Source: an optimization exercise on an open RTL-to-GDS flow (aim: small area, a short achievable clock period and few clock cycles). Production flows keep margins and buffers that such runs may drop.
In this exercise RTL edits were held to simulation tests only and were not proved equivalent to the original.
No activity file was given, so power comes from the tool's default toggle rates.

oak:
// acd_axu
module acd_axu (
    input  wire        clk,
    input  wire        rst,           
    input  wire        in_valid,
    output wire        in_ready,
    input  wire [31:0] in_insn,       
    input  wire [31:0] in_a,          
    input  wire [31:0] in_b,          
    output reg         out_valid,
    output reg         out_wr,        
    output reg         out_illegal,   
    output reg  [7:0]  out_flags,     
    output reg  [31:0] out_data       
);
    localparam DC  = 16;   
    localparam DCW = 4;
    localparam DD  = 8;    
    localparam DDW = 3;
    integer k;
    reg        i0_v;
    reg [31:0] i0_insn, i0_a, i0_b;
    reg        i0_mulhu;
    reg        rdy;
    wire m_free;                       
    assign in_ready = rdy;
    wire take   = in_valid && rdy;
    wire i0_ld  = !i0_v || m_free;     
    always @(posedge clk) begin
        if (i0_ld) begin
            i0_insn  <= in_insn;
            i0_a     <= in_a;
            i0_b     <= in_b;
            i0_mulhu <= (in_insn[31:26] == 6'h0B) && (in_insn[9:0] == 10'h002);
        end
        if (rst)
            i0_v <= 1'b0;
        else if (i0_ld)
            i0_v <= take;
    end
    wire [5:0] d_op = i0_insn[31:26];
    wire [9:0] d_fn = i0_insn[9:0];
  ...
For scale: about 19000 cells after synthesis, about 140 I/O pins, ~0.14 mm^2 of cells after synthesis.
Settings: LEC_CHECK=0, ABC_AREA=1, CAP_MARGIN=30, CORE_MARGIN=2, CORE_UTILIZATION=57, SETUP_SLACK_MARGIN=5, SLEW_MARGIN=20, TNS_END_PERCENT=5; clock period 16.0 ns.
standard.sh (not shown) runs the stock make flow with config.mk's settings and CLKGATE_MAP_FILE= SYNTH_SCRIPT=/design/flow/synth_recipe.tcl, a recipe that flattens the netlist after the stock synthesis.
==> flow/flow/run.sh <==
#!/bin/bash
set -uo pipefail
bash standard.sh synth > synth.log 2>&1 || exit 1
for u in 57 50 43; do
    if bash standard.sh SETUP_SLACK_MARGIN=11 CORE_UTILIZATION=$u finish > layout_u$u.log 2>&1; then
        exit 0
    fi
    bash standard.sh clean_floorplan clean_place clean_cts clean_route clean_finish > clean_u$u.log 2>&1
done
exit 1
oak went all the way through the flow, and no timing, DRC or antenna check failed.
Testbench counts of oak, summed over its fixed seeds: cycles 13,439.
#### Input delta (pine over oak)
# oak
export LEC_CHECK = 0
export ABC_AREA = 1
export CAP_MARGIN = 30
export CORE_MARGIN = 2
export CORE_UTILIZATION = 57
export SETUP_SLACK_MARGIN = 5
export SLEW_MARGIN = 20
export TNS_END_PERCENT = 5
create_clock -name core_clock -period 16.0 [get_ports {clk}]
# pine
export LEC_CHECK = 0
export ABC_AREA = 1
export CAP_MARGIN = 30
export CORE_MARGIN = 2
export CORE_UTILIZATION = 52
export SETUP_SLACK_MARGIN = 5
export SLEW_MARGIN = 20
export TNS_END_PERCENT = 5
create_clock -name core_clock -period 16.0 [get_ports {clk}]
diff --git a/flow/flow/run.sh b/flow/flow/run.sh
--- a/flow/flow/run.sh
+++ b/flow/flow/run.sh
@@ -4,2 +4,2 @@
-for u in 57 50 43; do
-    if bash standard.sh SETUP_SLACK_MARGIN=11 CORE_UTILIZATION=$u finish > layout_u$u.log 2>&1; then
+for u in 52 45 38; do
+    if bash standard.sh SETUP_SLACK_MARGIN=10.5 CORE_UTILIZATION=$u finish > layout_u$u.log 2>&1; then
## What came out
From oak to pine the numbers moved as follows: first-pass GRT wire length lost about 1%; power share of the combinational group shows a reduction of 2.6 points. Going from oak to pine, worst setup slack shows a reduction of 0.32 ns, portion of total power attributed to the clock network has increased, DRC marker count from the first detailed-route iteration went up 1448. Number of logic stages on the critical path including buffering sits higher in pine than in oak. The maximum fanout along the worst path in pine sits 12 above the value recorded for oak. pine ends up with a sequential cell area share that is 1.3 points higher than in oak. Routed wire length was higher in the run labelled oak. Per the comparison of pine with oak, post-route clock period utilization grew by 2.0 points, post-synthesis share of cell area spent on full adders, half adders and majority gates flat.


## alpha
acd_axu, a different RTL version from the one above (not shown whole).
For scale: roughly 14000 cells after synthesis, about 1100 flip-flops, roughly 140 I/O pins.
export LEC_CHECK = 0
export CAP_MARGIN = 30
export CORE_MARGIN = 2
export CORE_UTILIZATION = 35
export SETUP_SLACK_MARGIN = 5
export SLEW_MARGIN = 20
export TNS_END_PERCENT = 5
create_clock -name core_clock -period 16.0 [get_ports {clk}]
==> flow/flow/run.sh <==
#!/bin/bash
set -euo pipefail
bash standard.sh synth > synth.log 2>&1
bash standard.sh SETUP_SLACK_MARGIN=10.5 finish > layout.log 2>&1
Testbench counts of alpha, summed over its fixed seeds: cycles 18,051.
### alpha -> beta
Settings: removing TNS_END_PERCENT (formerly 5).
==> flow/run.sh (new file) <==
#!/bin/bash
# synth_recipe.tcl (not shown) runs the flow's synth.tcl, then flattens the netlist and writes it again
# the make line also repeats each setting of config.mk as NAME=value (left out here)
make -C /OpenROAD-flow-scripts/flow DESIGN_CONFIG=/design/flow/config.mk WORK_HOME=/design/flow/orfs CLKGATE_MAP_FILE= SYNTH_SCRIPT=/design/flow/synth_recipe.tcl finish
removed: flow/flow/run.sh
removed: flow/standard.sh
[summary]
beta against alpha: fraction of area in multi-input gates saw an increase; final core utilization saw a decrease; sequential fraction of design power saw an increase. beta vs alpha: non-clock buffer total of the final layout down by more than a quarter. Compared to alpha, beta has setup slack 2.90 ns lower. Compared to alpha, beta has number of clock buffers inserted by TritonCTS 1 lower. Comparing beta and alpha, clock network fraction of total power is lower on alpha. Compared with alpha, beta shows a lower fmax. Going from alpha to beta, non-filler instance count after layout shrank slightly.


acd_axu with an RTL version that a note above also has.
Size in the first run: roughly 19000 cells after synthesis, ~1600 flip-flops, about 140000 sq um of cells after synthesis.
Settings: LEC_CHECK=0, ABC_AREA=1, CAP_MARGIN=30, CORE_MARGIN=2, CORE_UTILIZATION=52, SETUP_SLACK_MARGIN=5, SLEW_MARGIN=20, TNS_END_PERCENT=5; clock period 16.0 ns.
==> flow/flow/run.sh <==
#!/bin/bash
set -uo pipefail
bash standard.sh synth > synth.log 2>&1 || exit 1
for u in 52 45 38; do
    if bash standard.sh SETUP_SLACK_MARGIN=11 CORE_UTILIZATION=$u finish > layout_u$u.log 2>&1; then
        exit 0
    fi
    bash standard.sh clean_floorplan clean_place clean_cts clean_route clean_finish > clean_u$u.log 2>&1
done
exit 1
The first run finished clean.
Testbench counts at the start, summed over its fixed seeds: cycles 13,439.
Rerun with:
==> flow/flow/run.sh (replaced) <==
#!/bin/bash
set -uo pipefail
bash standard.sh synth > synth.log 2>&1 || exit 1
for u in 45 38 30; do
    if bash standard.sh SETUP_SLACK_MARGIN=11.5 CORE_UTILIZATION=$u finish > layout_u$u.log 2>&1; then
        exit 0
    fi
    bash standard.sh clean_floorplan clean_place clean_cts clean_route clean_finish > clean_u$u.log 2>&1
done
exit 1
Settings changed: CORE_UTILIZATION 52 to 45.
Result:
- design area came out higher by 6.8%
- via count rises by 1.7%
- wire length grows by 9.1%
Rerun with:
--- a/flow/flow/run.sh
+++ b/flow/flow/run.sh
@@ -3,3 +3,3 @@
 bash standard.sh synth > synth.log 2>&1 || exit 1
-for u in 45 38 30; do
+for u in 52 45 38; do
     if bash standard.sh SETUP_SLACK_MARGIN=11.5 CORE_UTILIZATION=$u finish > layout_u$u.log 2>&1; then
Settings changed: CAP_MARGIN 30 to 40, CORE_UTILIZATION 45 to 52, SLEW_MARGIN 20 to 40.
The changed run produced a clean layout.
Global-route usage rises by 2.5 points.
Cell area fell by 4.4%.
Utilization went up by 5.9 points.
Fmax shrinks by 3.6%.
Sequential power stays flat.
Synthesized area does not change.
Worst hold slack barely changes.
Combinational power decreases by 11%.
Synthesized cell count stays the same.
Cell count came out lower by 4.0%.

[separate check: timing with driven ports]
The flow's constraints put no driver on any port. The routed layouts listed below were extracted and timed again, unchanged, in two steps. Step 1 assumes that a clkbuf_16 drives the clock port and a buf_2 every other input. Step 2 adds t to the input delays and takes it off the output delays; t is the mean of the earliest and latest rising clock arrival at the registers after step 1. Input paths then give back, and output paths get back, about the clock's delay inside the block. Slacks: no drivers / after step 1 / after step 2; pairs: no drivers / after step 1.
run | t (ns) | slack for setup (ns) | worst data-port slew with drivers (ns)
oak | 1.042 | 10.250 / 10.250 / 10.250 | 0.14
pine | 1.054 | 9.925 / 9.925 / 9.925 | 0.12
alpha | 0.970 | 8.824 / 8.824 / 8.824 | 0.07
beta | 0.967 | 5.924 / 5.924 / 5.924 | 0.10
the first run of note 3 | 1.032 | 10.154 / 10.154 / 10.154 | 0.11
the second run of note 3 | 1.040 | 10.540 / 10.540 / 10.540 | 0.10
the third run of note 3 | 1.047 | 10.337 / 10.337 / 10.337 | 0.13
After both steps every run listed still meets setup and hold.
